Source: an optimization exercise on an open RTL-to-GDS flow (aim: small area, a short achievable clock period and few clock cycles per item). Production flows keep margins and buffers that such runs may drop. RTL that was checked went through simulation tests only; none was proved equivalent to the original.

==> inputs of build 47 <==
// qg_screen_lane
module qg_screen_lane (
    input  wire         clk,
    input  wire         rst,
    input  wire         in_valid,
    output wire         in_ready,
    input  wire [1:0]   in_fmt,         
    input  wire         in_grey3,       
    input  wire         in_two_rowsets,
    input  wire [7:0]   in_p0,          
    input  wire [7:0]   in_ph,          
    input  wire [7:0]   in_pv,          
    input  wire [7:0]   in_phv,         
    input  wire [15:0]  in_gain,        
    input  wire [111:0] in_theta,       
    input  wire [15:0]  in_mask,        
    input  wire [8:0]   in_share,       
    input  wire         in_zone,        
    input  wire [10:0]  in_k,           
    input  wire [10:0]  in_s,           
    input  wire [11:0]  in_dots2_map,   
    output reg          out_valid,
    output reg  [2:0]   out_logical,
    output reg  [2:0]   out_level,
    output reg          out_rowset,
    output reg          out_pick_b,
    output reg          out_clip
);
    assign in_ready = 1'b1;
    function gt16;
        input [15:0] a;
        input [15:0] b;
        integer i, w;
        reg [15:0] g, l;
        begin
            g = a & ~b;
            l = ~a & b;
            for (w = 1; w < 16; w = w * 2)
                for (i = 0; i < 16; i = i + 2 * w) begin
                    g[i] = g[i + w] | (~l[i + w] & g[i]);
                    l[i] = l[i + w] | (~g[i + w] & l[i]);
                end
            gt16 = g[0];
        end
    endfunction
    function gt16r;
        input [15:0] a;
        input [15:0] b;
        integer i;
        reg c;
        begin
            c = 1'b0;
            for (i = 0; i < 16; i = i + 1)
  ...
clock: 48.0 ns
lec_check: 0
cap_margin: 5
core_margin: 2
core_utilization: 60
cts_buf_list: sky130_fd_sc_hd__clkbuf_16
cts_cluster_diameter: 120
cts_cluster_size: 30
place_density: 0.75
slew_margin: 5
standard.sh (not shown) runs the stock make flow with config.mk's settings and CLKGATE_MAP_FILE= SYNTH_SCRIPT=/design/flow/synth_recipe.tcl, a recipe that flattens the netlist after the stock synthesis.
==> flow/flow/run.sh <==
#!/bin/bash
# The standard layout (standard.sh), with these changes:
#  - synthesis (flow/synth.tcl): the standard script, but Yosys's generic
#    ABC pass inside synth is skipped (-noabc), so that the full adders
#    written in the RTL are extracted without inverters around them, and the
#    final ABC mapping uses flow/abc.script;
#  - ports get buf_1 buffers;
#  - repair_timing aims at a slack of SETUP_SLACK_MARGIN below the 48 ns
#    clock, i.e. at the period the design can reach.
# make's output goes to standard.log; ORFS keeps each step's log in orfs/logs.
set -euo pipefail
W=$PWD
bash standard.sh finish SYNTH_SCRIPT=$W/flow/synth.tcl SYNTH_ARGS=-noabc \
  "BUFFER_PORTS_ARGS=-buffer_cell sky130_fd_sc_hd__buf_1" \
  SETUP_SLACK_MARGIN=37.3 > $W/standard.log 2>&1
==> flow/flow/abc.script <==
strash
dc2
dch -f
map -D 4000
buffer
upsize -D 4000
dnsize -D 4000
stime -p
==> flow/flow/synth.tcl <==
# synth_recipe.tcl with ABC's script swapped for flow/abc.script.
proc synth {args} { yosys synth -nofsm -noshare {*}$args }
set ::my_flow_dir [file dirname [file normalize [info script]]]
proc abc {args} {
  set i [lsearch -exact $args -script]
  if {$i >= 0} { set args [lreplace $args $i [expr {$i + 1}] -script $::my_flow_dir/abc.script] }
  set i [lsearch -exact $args -D]
  if {$i >= 0} { set args [lreplace $args $i [expr {$i + 1}]] }
  yosys abc {*}$args
}
source $::env(SCRIPTS_DIR)/synth.tcl
# left out here: clear keep_hierarchy, flatten, clean up, hide names made inside functions, write 1_2_yosys.v
==> inputs of trial 20, as changes to build 47 <==
Settings changed: CAP_MARGIN 5 to 20, CORE_UTILIZATION 60 to 50, PLACE_DENSITY 0.75 to 0.7, SLEW_MARGIN 5 to 20.
==> inputs of build 76, as changes to build 47 <==
Settings changed: CAP_MARGIN 5 to 20, CORE_UTILIZATION 60 to 45, PLACE_DENSITY 0.75 to 0.65, SLEW_MARGIN 5 to 20.
==> inputs of trial 91, as changes to build 47 <==
--- a/flow/design.v
+++ b/flow/design.v
@@ -38,26 +38,14 @@
                 for (i = 0; i < 16; i = i + 2 * w) begin
                     g[i] = g[i + w] | (~l[i + w] & g[i]);
                     l[i] = l[i + w] | (~g[i + w] & l[i]);
                 end
             gt16 = g[0];
         end
     endfunction
-    function gt16r;
-        input [15:0] a;
-        input [15:0] b;
-        integer i;
-        reg c;
-        begin
-            c = 1'b0;
-            for (i = 0; i < 16; i = i + 1)
-                c = (a[i] & ~b[i]) | (a[i] & c) | (~b[i] & c);
-            gt16r = c;
-        end
-    endfunction
     function [2:0] count7;
         input [6:0] f;
         begin
             case (f)
                 7'd0: count7 = 3'd0;
                 7'd1: count7 = 3'd1;
                 7'd2: count7 = 3'd1;
@@ -300,25 +288,15 @@
     assign {us_c_72, us_s_71} = {1'b0, us_c_64} + {1'b0, us_s_69} + {1'b0, us_c_66};
     wire us_c_74, us_s_73;
     assign {us_c_74, us_s_73} = {1'b0, s1_us[37]} + {1'b0, s1_us[38]} + {1'b0, us_c_70};
     wire [11:0] us_x = {1'b0, s1_us[39], us_c_72, us_c_68, us_c_62, us_c_56, us_c_50, us_c_44, us_s_43, us_s_37, s1_us[4], s1_us[0]};
     wire [11:0] us_y = {1'b0, us_c_74, us_s_73, us_s_71, us_s_67, us_s_61, us_s_55, us_s_49, 1'b0, 1'b0, us_s_33, s1_us[1]};
     wire [11:0] up_sum = us_x + us_y;
     wire [9:0]  u      = up_sum[11:2];
-    wire [10:0] th_c;
-    wire [9:0]  t_hi;
-    assign th_c[0] = 1'b0;
-    genvar m;
-    generate
-        for (m = 0; m < 10; m = m + 1) begin : thr
-            wire addend = (m == 0) ? u[8] : (m == 1) ? u[9] : 1'b0;
-            assign t_hi[m]    = u[m] ^ addend ^ th_c[m];
-            assign th_c[m+1]  = (u[m] & addend) | (u[m] & th_c[m]) | (addend & th_c[m]);
-        end
-    endgenerate
+    wire [9:0]  t_hi   = u + {8'd0, u[9:8]};
     wire [15:0] t      = {t_hi, u[7:2]};
     wire [15:0] tm     = {u, u[7:2]};
     wire [18:0] gx = {2'b00, s1_gain, 1'b0};
     genvar j;
     generate
         for (j = 0; j < 9; j = j + 1) begin : booth
             wire b0 = gx[2*j], b1 = gx[2*j+1], b2 = gx[2*j+2];
@@ -657,15 +635,15 @@
     wire [15:0] e_sat  = e_full | {16{clip}};      
     wire [6:0]  use_k  = {{4{s1_grey3}}, 3'b111};
     wire [6:0]  gt_t, gt_e;
     genvar k;
     generate
         for (k = 0; k < 7; k = k + 1) begin : cmp
             wire [15:0] th = s1_theta[16*k +: 16];
-            assign gt_t[k] = use_k[k] & gt16r(t, th);
+            assign gt_t[k] = use_k[k] & gt16(t, th);
             assign gt_e[k] = use_k[k] & gt16(e_sat, th);
         end
     endgenerate
     wire [10:0] pk_pp [0:7];
     genvar i;
     generate
         for (i = 0; i < 8; i = i + 1) begin : pkrow
@@ -846,22 +824,16 @@
     assign {pk_c_566, pk_s_565} = {1'b0, pk_pp[6][10]} + {1'b0, pk_pp[7][9]} + {1'b0, ~s1_k[8]};
     wire pk_c_568, pk_s_567;
     assign {pk_c_568, pk_s_567} = {1'b0, pk_c_560} + {1'b0, pk_s_565} + {1'b0, pk_c_562};
     wire pk_c_570, pk_s_569;
     assign {pk_c_570, pk_s_569} = {1'b0, pk_pp[7][10]} + {1'b0, ~s1_k[9]} + {1'b0, pk_c_566};
     wire [19:0] pk_x = {1'b1, pk_c_570, pk_c_568, pk_c_564, pk_c_558, pk_c_550, pk_c_540, pk_c_528, pk_c_514, pk_c_498, pk_c_482, pk_hc_466, pk_c_450, pk_s_449, pk_c_424, pk_s_423, pk_c_406, pk_s_405, pk_s_399, pk_s_395};
     wire [19:0] pk_y = {1'b0, 1'b1, pk_s_569, pk_s_567, pk_s_563, pk_s_557, pk_s_549, pk_s_539, pk_s_527, pk_s_513, pk_s_497, pk_s_481, pk_h_465, 1'b0, pk_h_435, 1'b0, pk_h_413, 1'b0, 1'b0, 1'b0};
-    wire [19:0] pk_c;
-    assign pk_c[0] = 1'b0;
-    generate
-        for (m = 0; m < 19; m = m + 1) begin : pkc
-            assign pk_c[m+1] = (pk_x[m] & pk_y[m]) | (pk_x[m] & pk_c[m]) | (pk_y[m] & pk_c[m]);
-        end
-    endgenerate
-    wire        pick   = s1_zone & (pk_x[19] ^ pk_y[19] ^ pk_c[19]);
+    wire [19:0] pk_sum = pk_x + pk_y;
+    wire        pick   = s1_zone & pk_sum[19];
     always @(posedge clk) begin
         if (rst) out_valid <= 1'b0;
         else     out_valid <= s1_valid;
         out_rowset <= s1_rowset;
         out_pick_b <= pick;
         if (s1_dotsfmt) begin
             out_logical <= s1_dots;
==> flow/flow/abc.script (replaced) <==
strash
dch
map -D 6000
buffer
upsize -D 6000
dnsize -D 6000
stime -p
Settings changed: CAP_MARGIN 5 to 20, CTS_BUF_LIST sky130_fd_sc_hd__clkbuf_16 to sky130_fd_sc_hd__clkbuf_8, CTS_CLUSTER_DIAMETER 120 to unset, CTS_CLUSTER_SIZE 30 to unset, SLEW_MARGIN 5 to 20.
==> notes <==
- Build 47 passed the timing, design-rule and antenna checks. Build 76 produced a clean layout. Trial 20 finished clean. Trial 91 produced a clean layout.
- Between trial 20 and build 76, the lower sequential share of layout area is in build 76 (gap 0.13 points).
- Synthesized cell count is the same in build 47 and trial 20.
- Sequential cell count is the same in trial 20 and build 47.
- Cell count: trial 91 > build 76 > trial 20 > build 47.
- First-iteration DRC count: trial 91 > build 47 > trial 20 > build 76.
Testbench counts of build 47, summed over its fixed seeds: cycles 40,008, items 40,000.
Testbench counts of trial 20, summed over its fixed seeds: cycles 40,008, items 40,000.
Testbench counts of build 76, summed over its fixed seeds: cycles 40,008, items 40,000.
For trial 91, only the layout was checked, not whether the RTL still works.


==> inputs of run A <==
qg_screen_lane, a different RTL version from the one above (not shown whole).
==> flow/config.mk <==
export PLATFORM = sky130hd
export DESIGN_NAME = qg_screen_lane
export DESIGN_NICKNAME = qg_screen_lane
export VERILOG_FILES = /design/flow/design.v
export SDC_FILE = /design/flow/constraint.sdc
export NUM_CORES = 4
export LEC_CHECK = 0
export CAP_MARGIN = 20
export CORE_MARGIN = 2
export CORE_UTILIZATION = 40
export PLACE_DENSITY = 0.6
export SLEW_MARGIN = 20
==> flow/constraint.sdc <==
create_clock -name core_clock -period 48.0 [get_ports {clk}]
set_input_delay 9.6000 -clock core_clock [delete_from_list [all_inputs] [get_ports {clk}]]
set_output_delay 9.6000 -clock core_clock [all_outputs]
set_load 0.01 [all_outputs]
==> flow/flow/run.sh <==
#!/bin/bash
# Standard layout (standard.sh) with two changes: ABC maps with a delay
# target (flow/abc.script, through flow/synth.tcl), and ports get buf_2
# buffers instead of the default cell.
set -euo pipefail
W=$PWD
bash standard.sh finish SYNTH_SCRIPT=$W/flow/synth.tcl \
  "BUFFER_PORTS_ARGS=-buffer_cell sky130_fd_sc_hd__buf_2" > $W/standard.log 2>&1
==> flow/flow/abc.script <==
strash
dch
map -D 6000
buffer
upsize -D 6000
dnsize -D 6000
stime -p
Scripts as last shown in full above: flow/flow/synth.tcl
==> run B: changes against run A <==
==> flow/run.sh (new file) <==
#!/bin/bash
# synth_recipe.tcl (not shown) runs the flow's synth.tcl, then flattens the netlist and writes it again
# the make line also repeats each setting of config.mk as NAME=value (left out here)
make -C /OpenROAD-flow-scripts/flow DESIGN_CONFIG=/design/flow/config.mk WORK_HOME=/design/flow/orfs CLKGATE_MAP_FILE= SYNTH_SCRIPT=/design/flow/synth_recipe.tcl finish
removed: flow/flow/run.sh
removed: flow/flow/abc.script
removed: flow/flow/synth.tcl
removed: flow/standard.sh
==> summary.txt <==
|  | run A | run B |
|---|---|---|
| Result of the run | complete, no violations | complete, no violations |
| Launch instance of the worst register-to-register path | s1_p0[0] | s1_p0[2] |
| Fraction of the mapped netlist area in compound gates | 0.157 | 0.165 |
| Final Skew | 0.0502 ns | 0.00909 ns |
| Final min period | 13.46 ns | 13.66 ns |
| Largest fanout on the critical path | 19 | 32 |
| Fraction of standard cell area in multi-input logic | 0.582 | 0.592 |
| FF-to-FF setup slack | 34.54 ns | 34.34 ns |
| Layout cells sized above 1 | 0.115 | 0.0466 |
| Post-detail-place hpwl | 55.0 mm | 50.3 mm |
| Clock Latency Late Sink | 0.59 ns | 0.54 ns |
| Area share of xor/xnor cells in the synthesized design | 0.0443 | 0.0508 |
| Overall routing resource usage | 0.265 | 0.243 |
| Post-Synthesis Mean Instance Area | 7.89 µm² | 9.04 µm² |
| Chip height | 225 µm | 229 µm |
No run of this note included a check of the RTL's function; only the layout flow was run.

## what the ideal ports hide
In the flow no input, the clock included, has a driving cell. The finished layouts below were timed again as built, in two steps. Step 1: set_driving_cell puts a clkbuf_16 on clk and a buf_2 on each other input, an assumption about the parent block. Step 2 moves the port delays by t, midway between the first and last clock arrival at a register: inputs arrive t later, outputs are due t later. That takes back most of the time a late clock gives input paths. Slacks: ideal ports / drivers / drivers and shift; pairs: ideal ports / drivers.
run | shift t [ns] | slack for setup (ns) | worst setup path at the end | latest minus earliest clock arrival (ns) | worst slew at a driven data input, ns
build 47 | 0.554 | 37.377 / 37.321 / 37.030 | input to register | 0.060 / 0.060 | 0.05
trial 20 | 0.553 | 37.383 / 37.328 / 36.924 | input to register | 0.027 / 0.027 | 0.07
build 76 | 0.572 | 37.399 / 37.341 / 36.918 | input to register | 0.052 / 0.051 | 0.07
trial 91 | 0.637 | 37.252 / 37.252 / 36.790 | input to register | 0.042 / 0.042 | 0.07
run A | 0.617 | 34.537 / 34.537 / 34.537 | register to register | 0.060 / 0.059 | 0.05
run B | 0.593 | 34.337 / 34.337 / 34.337 | register to register | 0.016 / 0.015 | 0.07
After both steps setup and hold are still met in every run listed. For build 76, which loses most, drivers alone change the setup slack by -0.058 ns; drivers and shift together by -0.481 ns.
